Source: an optimization exercise on an open RTL-to-GDS flow (aim: small area, a short achievable clock period and few clock cycles per item). Production flows keep margins and buffers that such runs may drop. Only the layout flow was run in this run; the RTL was not checked for function there.

**design.v**
```verilog
module pol_charge_unit (
    input  wire         clk,
    input  wire         rst,           
    input  wire         in_valid,
    output wire         in_ready,
    input  wire [114:0] in_cfg,        
    input  wire [39:0]  in_tc,         
    input  wire [39:0]  in_tp,         
    input  wire [51:0]  in_last,       
    input  wire [15:0]  in_bytes,      
    input  wire [63:0]  in_ts,         
    output wire         out_valid,
    input  wire         out_ready,
    output wire [1:0]   out_colour,    
    output wire         out_drop,      
    output wire [39:0]  out_tc,
    output wire [39:0]  out_tp,
    output wire [51:0]  out_last
);
    localparam [1:0] MODE_2698 = 2'b01,
                     MODE_4115 = 2'b10;
    localparam [1:0] P_DIV = 2'd0,
                     P_SUB = 2'd1,
                     P_MUL = 2'd2,
                     P_FIN = 2'd3;
    wire [55:0] xa  = {2'b00, in_ts[63:10]};
    wire [55:0] la  = ~{4'd0, in_last};
    wire [55:0] lb  = ~{2'd0, in_last, 2'b00};
    wire [55:0] cs_s = xa ^ la ^ lb;
    wire [55:0] cs_c = {(xa[54:0] & la[54:0]) | (xa[54:0] & lb[54:0]) | (la[54:0] & lb[54:0]), 1'b0};
    wire [11:0] dlo  = {1'b0, cs_s[10:0]} + {1'b0, cs_c[10:0]} + 12'd2;
    wire [10:0] dl   = dlo[10:0];
    wire [44:0] hs   = cs_s[55:11];
    wire [44:0] hc   = cs_c[55:11];
    wire [44:0] hk   = {hs[43:0] | hc[43:0], dlo[11]};
    wire        dhz  = ~|(hs ^ hc ^ hk);
    wire        on_in   = (in_cfg[113:112] == MODE_2698) || (in_cfg[113:112] == MODE_4115);
    wire        fast_in = !on_in || (dhz && (dl < 11'd1280));
    wire [7:0]  nf_in   = on_in ? dl / 11'd5 : 8'd0;
    wire        ref_in  = on_in && (dl >= 11'd5);    
    reg          a_valid;
    reg          a_fast;
    reg  [1:0]   a_ph;
    reg  [2:0]   a_cnt;
    reg  [2:0]   a_rem;
    reg  [55:0]  a_x;              
    reg  [7:0]   a_n;              
    reg          a_refill;         
    reg  [31:0]  a_cinc, a_pinc;
    reg          a_covf, a_povf;   
    reg  [23:0]  a_cbs, a_pbs;
    reg  [1:0]   a_mode;
    reg          a_rd;
    reg  [39:0]  a_tc, a_tp;
    reg  [51:0]  a_last;
    reg  [15:0]  a_bytes;
    wire        slow     = !a_fast;
    wire        sub_step = slow && (a_ph == P_SUB);
    wire        fin      = a_fast || (a_ph == P_FIN);
    wire [31:0] ccap = {a_cbs, 8'd0};
    wire [31:0] pcap = {a_pbs, 8'd0};
    wire        nz   = |a_n;
    wire [40:0] c_s, c_c, p_s, p_c;
    pol_mac mac_c (.q(a_n), .inc(a_cinc), .lvl(a_tc), .s(c_s), .c(c_c));
    pol_mac mac_p (.q(a_n), .inc(a_pinc), .lvl(a_tp), .s(p_s), .c(p_c));
    wire [40:0] csum  = c_s + c_c;
    wire [40:0] psum  = p_s + p_c;
    wire [42:0] ccmp  = {2'b0, c_s} + {2'b0, c_c} + {1'b0, 10'h3ff, ~ccap};
    wire [42:0] pcmp  = {2'b0, p_s} + {2'b0, p_c} + {1'b0, 10'h3ff, ~pcap};
    wire        csat  = a_refill && ((a_covf && nz) || ccmp[42]);
    wire        psat  = a_refill && ((a_povf && nz) || pcmp[42]);
    wire [39:0] f_tc  = csat ? {8'd0, ccap} : csum[39:0];
    wire [39:0] f_tp  = psat ? {8'd0, pcap} : psum[39:0];
    wire [51:0] l_b    = sub_step ? ~a_x[51:0] : {44'd0, a_n};
    wire [52:0] l_sum  = {1'b0, a_last} + {1'b0, l_b};
    wire [51:0] f_last = l_sum[51:0];
    wire [51:0] sb_n   = ~l_sum[51:0];
    wire        sb_rf  = !l_sum[52] && (sb_n != 52'd0);
    wire [55:0] n_rev  = {sb_n[7:0], sb_n[15:8], sb_n[23:16], sb_n[31:24],
                          sb_n[39:32], sb_n[47:40], 4'd0, sb_n[51:48]};
    wire [10:0] dv_t  = {a_rem, a_x[55:48]};
    wire [7:0]  dv_q  = dv_t / 11'd5;
    wire [2:0]  dv_r  = dv_t % 11'd5;
    reg          b_valid;
    reg  [39:0]  b_tc, b_tp;
    reg  [51:0]  b_last;
    reg  [15:0]  b_bytes;
    reg  [1:0]   b_mode;
    reg          b_rd;
    wire b_free = !b_valid || out_ready;
    wire a_go   = a_valid && fin && b_free;
    assign in_ready = !a_valid || a_go;
    wire [39:0] bsc  = {16'd0, b_bytes, 8'd0};
    wire [40:0] dc   = {1'b0, b_tc} - {1'b0, bsc};
    wire [40:0] dp   = {1'b0, b_tp} - {1'b0, bsc};
    wire        lt_c = dc[40];
    wire        lt_p = dp[40];
    reg  [1:0]  colour;
    reg         sub_c, sub_p;
    always @(*) begin
        colour = 2'd0;
        sub_c  = 1'b0;
        sub_p  = 1'b0;
        if (b_mode == MODE_2698) begin
            if (lt_p)      colour = 2'd2;
            else if (lt_c) begin colour = 2'd1; sub_p = 1'b1; end
            else           begin sub_c = 1'b1; sub_p = 1'b1; end
        end else if (b_mode == MODE_4115) begin
            if (!lt_c)     sub_c = 1'b1;
            else if (!lt_p) begin colour = 2'd1; sub_p = 1'b1; end
            else           colour = 2'd2;
        end
    end
    always @(posedge clk) begin
        if (rst) begin
            a_valid <= 1'b0;
            b_valid <= 1'b0;
        end else begin
            if (in_ready) a_valid <= in_valid;
            if (a_go) b_valid <= 1'b1;
            else if (out_ready) b_valid <= 1'b0;
        end
        if (a_go) begin
            b_tc    <= f_tc;
            b_tp    <= f_tp;
            b_last  <= f_last;
            b_bytes <= a_bytes;
            b_mode  <= a_mode;
            b_rd    <= a_rd;
        end
        if (in_ready) begin
            a_fast   <= fast_in;
            a_ph     <= P_DIV;
            a_cnt    <= 3'd0;
            a_rem    <= 3'd0;
            a_x      <= xa;
            a_n      <= nf_in;
            a_refill <= ref_in;
            a_cinc   <= in_cfg[31:0];
            a_pinc   <= in_cfg[63:32];
            a_covf   <= 1'b0;
            a_povf   <= 1'b0;
            a_cbs    <= in_cfg[87:64];
            a_pbs    <= in_cfg[111:88];
            a_mode   <= in_cfg[113:112];
            a_rd     <= in_cfg[114];
            a_tc     <= in_tc;
            a_tp     <= in_tp;
            a_last   <= in_last;
            a_bytes  <= in_bytes;
        end else if (slow) begin
            case (a_ph)
                P_DIV: begin
                    a_rem <= dv_r;
                    a_x   <= {a_x[47:0], dv_q};
                    a_cnt <= a_cnt + 3'd1;
                    if (a_cnt == 3'd6) a_ph <= P_SUB;
                end
                P_SUB: begin
                    a_x      <= n_rev;
                    a_n      <= sb_rf ? sb_n[7:0] : 8'd0;
                    a_refill <= sb_rf;
                    a_cnt    <= 3'd0;
                    if (sb_rf) begin
                        a_last <= a_x[51:0];
                        a_ph   <= P_MUL;
                    end else
                        a_ph   <= P_FIN;
                end
                P_MUL: begin
                    a_tc   <= f_tc;
                    a_tp   <= f_tp;
                    a_n    <= a_x[47:40];
                    a_x    <= {a_x[47:0], 8'd0};
                    a_cinc <= {a_cinc[23:0], 8'd0};
                    a_pinc <= {a_pinc[23:0], 8'd0};
                    a_covf <= a_covf || (a_cinc[31:24] != 8'd0);
                    a_povf <= a_povf || (a_pinc[31:24] != 8'd0);
                    a_cnt  <= a_cnt + 3'd1;
                    if (a_cnt == 3'd6) begin
                        a_refill <= 1'b0;
                        a_ph     <= P_FIN;
                    end
                end
                default: ;
            endcase
        end
    end
    assign out_valid  = b_valid;
    assign out_colour = colour;
    assign out_drop   = (colour == 2'd2) && b_rd;
    assign out_tc     = sub_c ? dc[39:0] : b_tc;
    assign out_tp     = sub_p ? dp[39:0] : b_tp;
    assign out_last   = b_last;
endmodule
module pol_mac (
    input  wire [7:0]  q,
    input  wire [31:0] inc,
    input  wire [39:0] lvl,
    output wire [40:0] s,
    output wire [40:0] c
);
    wire [40:0] r0 = {9'd0,  q[0] ? inc : 32'd0};
    wire [40:0] r1 = {8'd0,  q[1] ? inc : 32'd0, 1'd0};
    wire [40:0] r2 = {7'd0,  q[2] ? inc : 32'd0, 2'd0};
    wire [40:0] r3 = {6'd0,  q[3] ? inc : 32'd0, 3'd0};
    wire [40:0] r4 = {5'd0,  q[4] ? inc : 32'd0, 4'd0};
    wire [40:0] r5 = {4'd0,  q[5] ? inc : 32'd0, 5'd0};
    wire [40:0] r6 = {3'd0,  q[6] ? inc : 32'd0, 6'd0};
    wire [40:0] r7 = {2'd0,  q[7] ? inc : 32'd0, 7'd0};
    wire [40:0] r8 = {1'd0,  lvl};
    wire [40:0] a0 = r0 ^ r1 ^ r2;
    wire [40:0] a1 = {((r0 & r1) | (r0 & r2) | (r1 & r2)), 1'b0};
    wire [40:0] a2 = r3 ^ r4 ^ r5;
    wire [40:0] a3 = {((r3 & r4) | (r3 & r5) | (r4 & r5)), 1'b0};
    wire [40:0] a4 = r6 ^ r7 ^ r8;
    wire [40:0] a5 = {((r6 & r7) | (r6 & r8) | (r7 & r8)), 1'b0};
    wire [40:0] b0 = a0 ^ a1 ^ a2;
    wire [40:0] b1 = {((a0 & a1) | (a0 & a2) | (a1 & a2)), 1'b0};
    wire [40:0] b2 = a3 ^ a4 ^ a5;
    wire [40:0] b3 = {((a3 & a4) | (a3 & a5) | (a4 & a5)), 1'b0};
    wire [40:0] d0 = b0 ^ b1 ^ b2;
    wire [40:0] d1 = {((b0 & b1) | (b0 & b2) | (b1 & b2)), 1'b0};
    assign s = d0 ^ d1 ^ b3;
    assign c = {((d0 & d1) | (d0 & b3) | (d1 & b3)), 1'b0};
endmodule
```
**run.sh**
```bash
#!/bin/bash
# synth_recipe.tcl (not shown) runs the flow's synth.tcl, then flattens the netlist and writes it again
# the make line also repeats each setting of config.mk as NAME=value (left out here)
make -C /OpenROAD-flow-scripts/flow DESIGN_CONFIG=/design/flow/config.mk WORK_HOME=/design/flow/orfs CLKGATE_MAP_FILE= SYNTH_SCRIPT=/design/flow/synth_recipe.tcl finish
```
**config.mk**
```make
export PLATFORM = sky130hd
export DESIGN_NAME = pol_charge_unit
export DESIGN_NICKNAME = pol_charge_unit
export VERILOG_FILES = /design/flow/design.v
export SDC_FILE = /design/flow/constraint.sdc
export NUM_CORES = 4
export LEC_CHECK = 0
export CAP_MARGIN = 20
export CORE_MARGIN = 2
export CORE_UTILIZATION = 40
export SLEW_MARGIN = 20
```
**constraint.sdc**
```tcl
create_clock -name core_clock -period 11.0 [get_ports {clk}]
set_input_delay 2.2000 -clock core_clock [delete_from_list [all_inputs] [get_ports {clk}]]
set_output_delay 2.2000 -clock core_clock [all_outputs]
set_load 0.01 [all_outputs]
```
==> run summary <==
-- sequential cells by signal, indices dropped and copies added (netlist names), 3 cells and up --
| signal | cells |
|---|---|
| a_rem | 3 |
| a_bytes | 16 |
| a_x | 56 |
| a_tc | 40 |
| a_cbs | 24 |
| a_cnt | 3 |
| a_last | 52 |
| b_tp | 40 |
| a_n | 8 |
| b_tc | 40 |
| b_bytes | 16 |
| a_tp | 40 |
| a_pinc | 32 |
| b_last | 52 |
| a_pbs | 24 |
| a_cinc | 32 |
-- per-stage QoR --
step | instances | setup WS [ns]
after floorplan | 5465 | 1.37
after global placement | 7377 | 2.18
after detailed placement | 7377 | 2.16
after CTS | 7498 | 2.04
after global routing | 7498 | 1.72
final | 7505 | 2.08
-- layer usage --
metal  wire length [µm]  part of all wire [%]
met1              68800                    43
met2              76400                    47
met3              11100                   6.9
met4               5120                   3.2
met5                 74                 0.046
-- placed cells by master, fill, tap and decap left out, types with 36 or more instances in the layout --
master,n
a21o_1,80
a21oi_1,213
and2_1,268
buf_4,38
clkbuf_16,70
clkdlybuf4s50_1,457
edfxtp_1,478
fa_1,539
ha_1,383
inv_1,1092
mux2_2,110
nand2_1,688
nand2b_1,40
nand3_1,54
nor2_1,241
nor3_1,51
o21ai_0,162
o22ai_1,60
o31ai_1,36
xnor2_1,126
xor2_1,81
-- worst max-delay path, stage by stage (launching register included) --
cell and delay [ns]:
edfxtp_1 0.46, ha_1 0.39, nor4_2 0.65, nand3b_1 0.28, or4_1 0.48, or2_1 0.25, or3_1 0.43, nor3_2 0.55
nand3_1 0.15, o32a_1 0.36, or2_1 0.23, buf_4 0.23, o21bai_1 0.33, or3_1 0.38, xnor2_1 0.25, clkdlybuf4s50_1 0.59
-- path summary, 6_finish.rpt --
kind                 to  slack (ns)        from  cells after the start
max          out_tp[25]        2.08    b_tc[23]                     15
min          b_bytes[1]        0.42  a_bytes[1]                      0
max reg2reg    a_tp[14]        2.13      a_n[3]                     27
min reg2reg  b_bytes[1]        0.42  a_bytes[1]                      0
-- cell families (layout without fill, tap and decap cells) --
family / Yosys count / after routing / share of synthesized area (%)
DFF: 492 / 492 / 28.5
other: 0 / 7 / 0
and+or+nand+nor: 1547 / 1547 / 14.3
muxes: 126 / 126 / 2.74
xor gates and xnor gates: 210 / 210 / 3.61
buffers and inverters: 1343 / 1714 / 10.0
AOI/OAI and AO/OA: 823 / 823 / 10.4
adders and majority gates: 924 / 924 / 30.4
-- layout make-up --
class,count,area share [%]
multi-input combinational,3630,53.0
sequential,492,24.5
timing repair buffer,499,8.28
inverter,1094,6.90
tap,1662,3.49
clock buffer,76,2.97
clock inverter,45,0.763
antenna,7,0.0294
==> metrics.md <==
| Metric | Value |
|---|---|
| Status | complete, no violations |
| Setup violators final | 0 |
| CTS tree | yes |
| Top cells by count, synth | inv_1 (1092), nand2_1 (689), fa_1 (539), edfxtp_1 (478), ha_1 (383) |
| Worst Tran Pin Value | around 1.1 ns |
| Rel. slew slack | around 30% |
| Fin util | between 40 and 50% |
| DRC | 0 |
| Vias per cell | approximately 5.3 |
| Synth warn | 1 |
| WHS | ~0.42 ns |
| Initial core utilization | between 40 and 50% |
| Min cycle time layout | slightly below 9 ns |
| Htree depth | 3 |
| Sequential fraction of the synthesis area | roughly 29% |
| CTS clk-pin slew, worst paths | around 0.060 ns |
| Worst-path maximum fanout | 33 |
| Synth Cell Area | a little over 50000 µm² |
| Nature of the critical path endpoint | primary output |
| First-pass GRT wire length | 245000 µm |
| Yosys top cell area share | ~28% |
| Die area | 131000 µm² |
| Startpoint class of the critical path | register |
| Design Area, Final | ~60000 µm² |
| WL final | between 150000 and 200000 µm |
| CTS sink count | ~490 |
| Synth Net Count | approximately 6700 |
| Fin. Hold Viols | 0 |
| Setup Fix Bufs, Post-CTS | 0 |
| Worst-Skew Late Latency | ~0.67 ns |
| Ports | roughly 470 |
| Antenna violations before repair | 10 |
| CTS Buf Count | between 60 and 70 |
| Synthesized flop and latch total | around 500 |
| Synth area leaders | edfxtp_1 (28%), fa_1 (21%), ha_1 (9.3%) |
| Total gr overflow | 0 |
| Setup TNS Final | 0 ns |
| CP required | around 8.8 ns |
| Area delta synth->final | 16.2% |
| Placed inst area | 57400 µm² |
| Clock Skew | between 0.03 and 0.04 ns |
| Routability Congestion | 0.971 |
| Crit path DAT | between 6 and 7 ns |
| Fmax | 0.112 GHz |
| Largest net degree at the start of global routing | ~170 |
| Nets | ~7000 |
| RSZ-0062 raised after global routing | no |
| Post-synth top area cell | edfxtp_1 |
| Clock Tree Root | clkbuf_16 |
| Final ANT Viol Nets | 0 |
| Vias | between 30000 and 40000 |
| Count of cell types in the netlist | 97 |
| Avg Cell Area, Syn | 9.39 µm² |
| Post-detail-place hpwl | between 100000 and 150000 µm |
| Vias in the first global route | 39800 |
| Die height | between 300 and 400 µm |
| Drt pass-1 iters | 5 |
| Port Buffer Count | ~460 |
| Filler Cells Inserted | 12100 |
| Post-synth EDFFs | 478 |
| Synth Flop Type | edfxtp_1 |
| Gr usage total | between 20% and 30% |
| Final period utilization | 81.0% |
| Share of async-settable or async-resettable flops after synthesis | 0% |
| GR Util met1 | between 30% and 40% |
| Met3 Use GR | approximately 4.3% |
| Top Usage Layer GRT | met2 |
| Die Wd | about 360 µm |
| Hold crit path type | register to register |
| M2 GR Usage | 40.7% |
| Max-slew violation count | 0 |
| Reg area | 14600 µm² |
| CTS Buffer Depth | 3 |
| Layout cells sized above 1 | under 10% |
| Core Region | about 130000 µm² |
| Count leader, synth | inv_1 |
| Synth Instances | 5465 |
| Multi-input gate area | approximately 32000 µm² |
| Row cnt | roughly 130 |
| Post_cts resized | 0 |
| Critical path class | register to primary output |
| MaxCap Viol Count | 0 |
| Post-CTS Hold Buffers | 0 |
| Routed WL per cell | 21.5 µm |
| Drt initial violations | 2830 |

-- static timing again, ports no longer ideal --
Ports are ideal in the flow. The routed layout listed here was re-timed in OpenROAD. Step 1: set_driving_cell puts a clkbuf_16 on clk and a buf_2 on each other input, an assumption about the parent block. Step 2, shift: input delay + t, output delay - t, t = (earliest + latest rising clock arrival at the registers) / 2. This alone moves slack from input paths to output paths. Slacks: ideal ports / drivers / drivers and shift; pairs: ideal ports / drivers.
t (ns): 0.726
setup WS [ns]: 2.085 / 2.015 / 2.128
worst setup path after step 2: register to register
cell pins on the clock port's net: 1
After both steps this run still meets setup and hold. The setup slack of this run moves by -0.070 ns with the drivers and by +0.043 ns with both steps.
